What follows belongs to an exercise in optimizing a design on an open flow for small area, a short achievable clock period and few clock cycles per item; a production flow would make more cautious choices.

## 12-01
==> module aes_encrypt_core, before the edit <==
module aes_encrypt_core (
    input  wire         clk,
    input  wire         rst,         
    input  wire         start,
    input  wire         key_256,     
    input  wire [255:0] key,
    input  wire [127:0] block_in,
    output wire         ready,
    output wire         done,
    output wire [127:0] block_out
);
    reg [127:0] m1;          
    reg [127:0] ka1;         
    reg [127:0] kb1;         
    reg [7:0]   rcon1;       
    reg [3:0]   rnd1;
    reg         mode1;       
    reg         rot1;        
    reg         v1;          
    reg [223:0] d2;          
    reg [55:0]  kc2;         
    reg [127:0] ka2;
    reg [127:0] kb2;
    reg [7:0]   rcon2;       
    reg [7:0]   rcon_n2;     
    reg [3:0]   rnd2;
    reg         mode2;
    reg         last2;       
    reg         v2;
    reg [319:0] d3;          
    reg [79:0]  kc3;         
    reg [127:0] ka3;
    reg [127:0] kb3;
    reg [7:0]   rcon3;
    reg [7:0]   rcon_n3;
    reg [3:0]   rnd3;
    reg         mode3;
    reg         last3;
    reg         v3;
    reg [127:0] result;
    reg         done_q;
    reg         ready_q;
    wire ld     = !v3 || last3;
    wire accept = start && ready_q;
    function [7:0] xtime;
        input [7:0] b;
        begin
            xtime = {b[6:0], 1'b0} ^ (b[7] ? 8'h1b : 8'h00);
        end
    endfunction
    wire [127:0] x1;
    aes_xor128 u_ark (.a(m1), .b(ka1), .y(x1));
    wire [223:0] d1;
    aes_round_a u_round_a (.in(x1), .cut(d1));
    wire [31:0] kw1 = !mode1         ? {ka1[23:0], ka1[31:24]} :
                      rot1           ? {kb1[23:0], kb1[31:24]} : kb1[31:0];
    wire [55:0] kc1;
    aes_key_expand_a u_key_a (.word(kw1), .cut(kc1));
    wire last1 = (rnd1 == (mode1 ? 4'd14 : 4'd10));
    always @(posedge clk) begin
        d2      <= d1;
        kc2     <= kc1;
        ka2     <= ka1;
        kb2     <= kb1;
        rcon2   <= rot1 ? rcon1 : 8'h00;
        rcon_n2 <= rot1 ? xtime(rcon1) : rcon1;
        rnd2    <= rnd1;
        mode2   <= mode1;
        last2   <= last1;
    end
    wire [319:0] dd2;
    aes_round_b u_round_b (.cut_a(d2), .cut_b(dd2));
    wire [79:0] kcc2;
    aes_key_expand_b u_key_b (.cut_a(kc2), .cut_b(kcc2));
    always @(posedge clk) begin
        d3      <= dd2;
        kc3     <= kcc2;
        ka3     <= ka2;
        kb3     <= kb2;
        rcon3   <= rcon2;
        rcon_n3 <= rcon_n2;
        rnd3    <= rnd2;
        mode3   <= mode2;
        last3   <= last2;
    end
    wire [127:0] shifted, mixed;
    aes_round_c u_round_c (.cut(d3), .shifted(shifted), .mixed(mixed));
    wire [127:0] ke_pre;
    wire [31:0]  ke_sub;
    aes_key_expand_c u_key_c (.cut(kc3), .base(ka3), .rcon(rcon3), .pre(ke_pre), .sub(ke_sub));
    wire [127:0] rk_pre = mode3 ? kb3 : ke_pre;
    wire [31:0]  sub_rk, sub_ka1, sub_kb1;
    aes_and32 u_sub_rk  (.a(ke_sub), .en(!mode3), .y(sub_rk));
    aes_and32 u_sub_ka1 (.a(ke_sub), .en(!(ld || mode3)), .y(sub_ka1));
    aes_and32 u_sub_kb1 (.a(ke_sub), .en(!ld), .y(sub_kb1));
    wire [127:0] res_pre, res3;
    aes_xor128 u_res_pre (.a(shifted), .b(rk_pre), .y(res_pre));
    aes_xor128 u_res     (.a(res_pre), .b({4{sub_rk}}), .y(res3));
    wire [127:0] ka1_d, kb1_d;
    aes_xor128 u_ka1 (.a(ld ? key[255:128] : rk_pre), .b({4{sub_ka1}}), .y(ka1_d));
    aes_xor128 u_kb1 (.a(ld ? key[127:0] : ke_pre), .b({4{sub_kb1}}), .y(kb1_d));
    always @(posedge clk) begin
        result <= res3;
        ka1    <= ka1_d;
        kb1    <= kb1_d;
        if (ld) begin
            m1    <= block_in;
            rcon1 <= 8'h01;
            rnd1  <= 4'd1;
            mode1 <= key_256;
            rot1  <= 1'b1;
        end else begin
            m1    <= mixed;
            rcon1 <= rcon_n3;
            rnd1  <= rnd3 + 4'd1;
            mode1 <= mode3;
            rot1  <= !mode3 || !rnd3[0];
        end
    end
    wire       v1_n    = ld ? accept : v3;
    wire       mode1_n = ld ? key_256 : mode3;
    wire [3:0] rnd1_n  = ld ? 4'd1 : rnd3 + 4'd1;
    wire       ready_n = (!v2 || last2) &&
                         (!v1_n || !mode1_n || rnd1_n >= 4'd5) &&
                         (!v1 || !mode1 || rnd1 >= 4'd5);
    always @(posedge clk) begin
        if (rst) begin
            v1      <= 1'b0;
            v2      <= 1'b0;
            v3      <= 1'b0;
            done_q  <= 1'b0;
            ready_q <= 1'b1;
        end else begin
            v1      <= v1_n;
            v2      <= v1;
            v3      <= v2;
            done_q  <= v3 && last3;
            ready_q <= ready_n;
        end
    end
    assign ready     = ready_q;
    assign done      = done_q;
    assign block_out = result;
endmodule
==> module aes_and32, before the edit <==
module aes_and32 (
    input  wire [31:0] a,
    input  wire        en,
    output wire [31:0] y
);
    assign y = a & {32{en}};
endmodule
clock: 6.0 ns
lec_check: 0
cap_margin: 20
core_margin: 2
core_utilization: 50
cts_buf_list: sky130_fd_sc_hd__clkbuf_8
cts_cluster_size: 30
place_density: 0.6
setup_slack_margin: 3.3
slew_margin: 20
synth_hierarchical: 1
synth_minimum_keep_size: 0
standard.sh (not shown) runs the stock make flow with config.mk's settings and CLKGATE_MAP_FILE= SYNTH_SCRIPT=/design/flow/synth_recipe.tcl, a recipe that flattens the netlist after the stock synthesis.
==> flow/flow/run.sh <==
#!/bin/bash
# The standard layout (standard.sh, unchanged synthesis), with the input and
# output port buffers made from the smallest buffer cell.
set -euo pipefail
export BUFFER_PORTS_ARGS="-buffer_cell sky130_fd_sc_hd__buf_1"
bash standard.sh > standard.log 2>&1
12-01 | status: complete | timing, DRC, antenna: pass
#### Input delta (04-24 over 12-01)
--- a/flow/design.v
+++ b/flow/design.v
@@ -414,35 +414,31 @@
     end
     wire [127:0] shifted, mixed;
     aes_round_c u_round_c (.cut(d3), .shifted(shifted), .mixed(mixed));
     wire [127:0] ke_pre;
     wire [31:0]  ke_sub;
     aes_key_expand_c u_key_c (.cut(kc3), .base(ka3), .rcon(rcon3), .pre(ke_pre), .sub(ke_sub));
+    wire [127:0] ke_next = ke_pre ^ {4{ke_sub}};
     wire [127:0] rk_pre = mode3 ? kb3 : ke_pre;
-    wire [31:0]  sub_rk, sub_ka1, sub_kb1;
-    aes_and32 u_sub_rk  (.a(ke_sub), .en(!mode3), .y(sub_rk));
-    aes_and32 u_sub_ka1 (.a(ke_sub), .en(!(ld || mode3)), .y(sub_ka1));
-    aes_and32 u_sub_kb1 (.a(ke_sub), .en(!ld), .y(sub_kb1));
-    wire [127:0] res_pre, res3;
-    aes_xor128 u_res_pre (.a(shifted), .b(rk_pre), .y(res_pre));
-    aes_xor128 u_res     (.a(res_pre), .b({4{sub_rk}}), .y(res3));
-    wire [127:0] ka1_d, kb1_d;
-    aes_xor128 u_ka1 (.a(ld ? key[255:128] : rk_pre), .b({4{sub_ka1}}), .y(ka1_d));
-    aes_xor128 u_kb1 (.a(ld ? key[127:0] : ke_pre), .b({4{sub_kb1}}), .y(kb1_d));
+    wire [127:0] rk_sub = mode3 ? 128'd0 : {4{ke_sub}};
+    wire [127:0] res3 = (shifted ^ rk_pre) ^ rk_sub;
+    wire [127:0] ka1_pre = ld ? key[255:128] : rk_pre;
+    wire [127:0] ka1_sub = (ld || mode3) ? 128'd0 : {4{ke_sub}};
     always @(posedge clk) begin
         result <= res3;
-        ka1    <= ka1_d;
-        kb1    <= kb1_d;
+        ka1    <= ka1_pre ^ ka1_sub;
         if (ld) begin
             m1    <= block_in;
+            kb1   <= key[127:0];
             rcon1 <= 8'h01;
             rnd1  <= 4'd1;
             mode1 <= key_256;
             rot1  <= 1'b1;
         end else begin
             m1    <= mixed;
+            kb1   <= ke_next;
             rcon1 <= rcon_n3;
             rnd1  <= rnd3 + 4'd1;
             mode1 <= mode3;
             rot1  <= !mode3 || !rnd3[0];
         end
     end
@@ -475,13 +471,6 @@
     input  wire [127:0] a,
     input  wire [127:0] b,
     output wire [127:0] y
 );
     assign y = a ^ b;
 endmodule
-module aes_and32 (
-    input  wire [31:0] a,
-    input  wire        en,
-    output wire [31:0] y
-);
-    assign y = a & {32{en}};
-endmodule
Findings:
- 04-24 vs. 12-01: post-route cell area went down by 0.0043 mm².
- Average via count per standard cell (04-24 vs. 12-01) decreases slightly
- Sequential fraction of the synthesis area was lower in the run labelled 12-01.
- Area of the core, 12-01 and 04-24: larger value in 12-01
- From 12-01 to 04-24 the numbers moved as follows: adder-cell area share of the yosys netlist level, sequential share of layout area +2.0 points.
- 04-24 leaves less setup margin than 12-01.
- Diff 12-01..04-24 | relative area change from synthesis to final layout | negligible
- Looking at total area of multi-input combinational cells, 04-24 sits 9.7% below 12-01.
Function was not checked in any run of this note: the RTL went through the layout flow alone.

## afterwards: timing with drivers on the ports
Ports are ideal in the flow. The routed layouts listed here were re-timed in OpenROAD. Step 1 (the two cells are an assumption about what drives the block):
set clk [get_ports {clk}]
set_driving_cell -lib_cell sky130_fd_sc_hd__clkbuf_16 $clk
set_driving_cell -lib_cell sky130_fd_sc_hd__buf_2 [delete_from_list [all_inputs] $clk]
Step 2 times the ports against the registers' clock, not the clock port: input delays grow and output delays shrink by t, the midpoint of the rising clock arrivals with the driver on. a / b / c = ideal ports / drivers / drivers and shift; a / b = the first two.
run | shift t [ns] | setup slack, ns | latest minus earliest clock arrival (ns) | worst register clock-pin slew, ns | pins driven straight from the clock port
12-01 | 1.097 | 3.272 / 3.187 / 3.272 | 0.078 / 0.077 | 0.07 / 0.07 | 1
04-24 | 1.069 | 3.247 / 3.187 / 3.247 | 0.117 / 0.117 | 0.07 / 0.07 | 1
After both steps setup and hold are still met in every run listed.
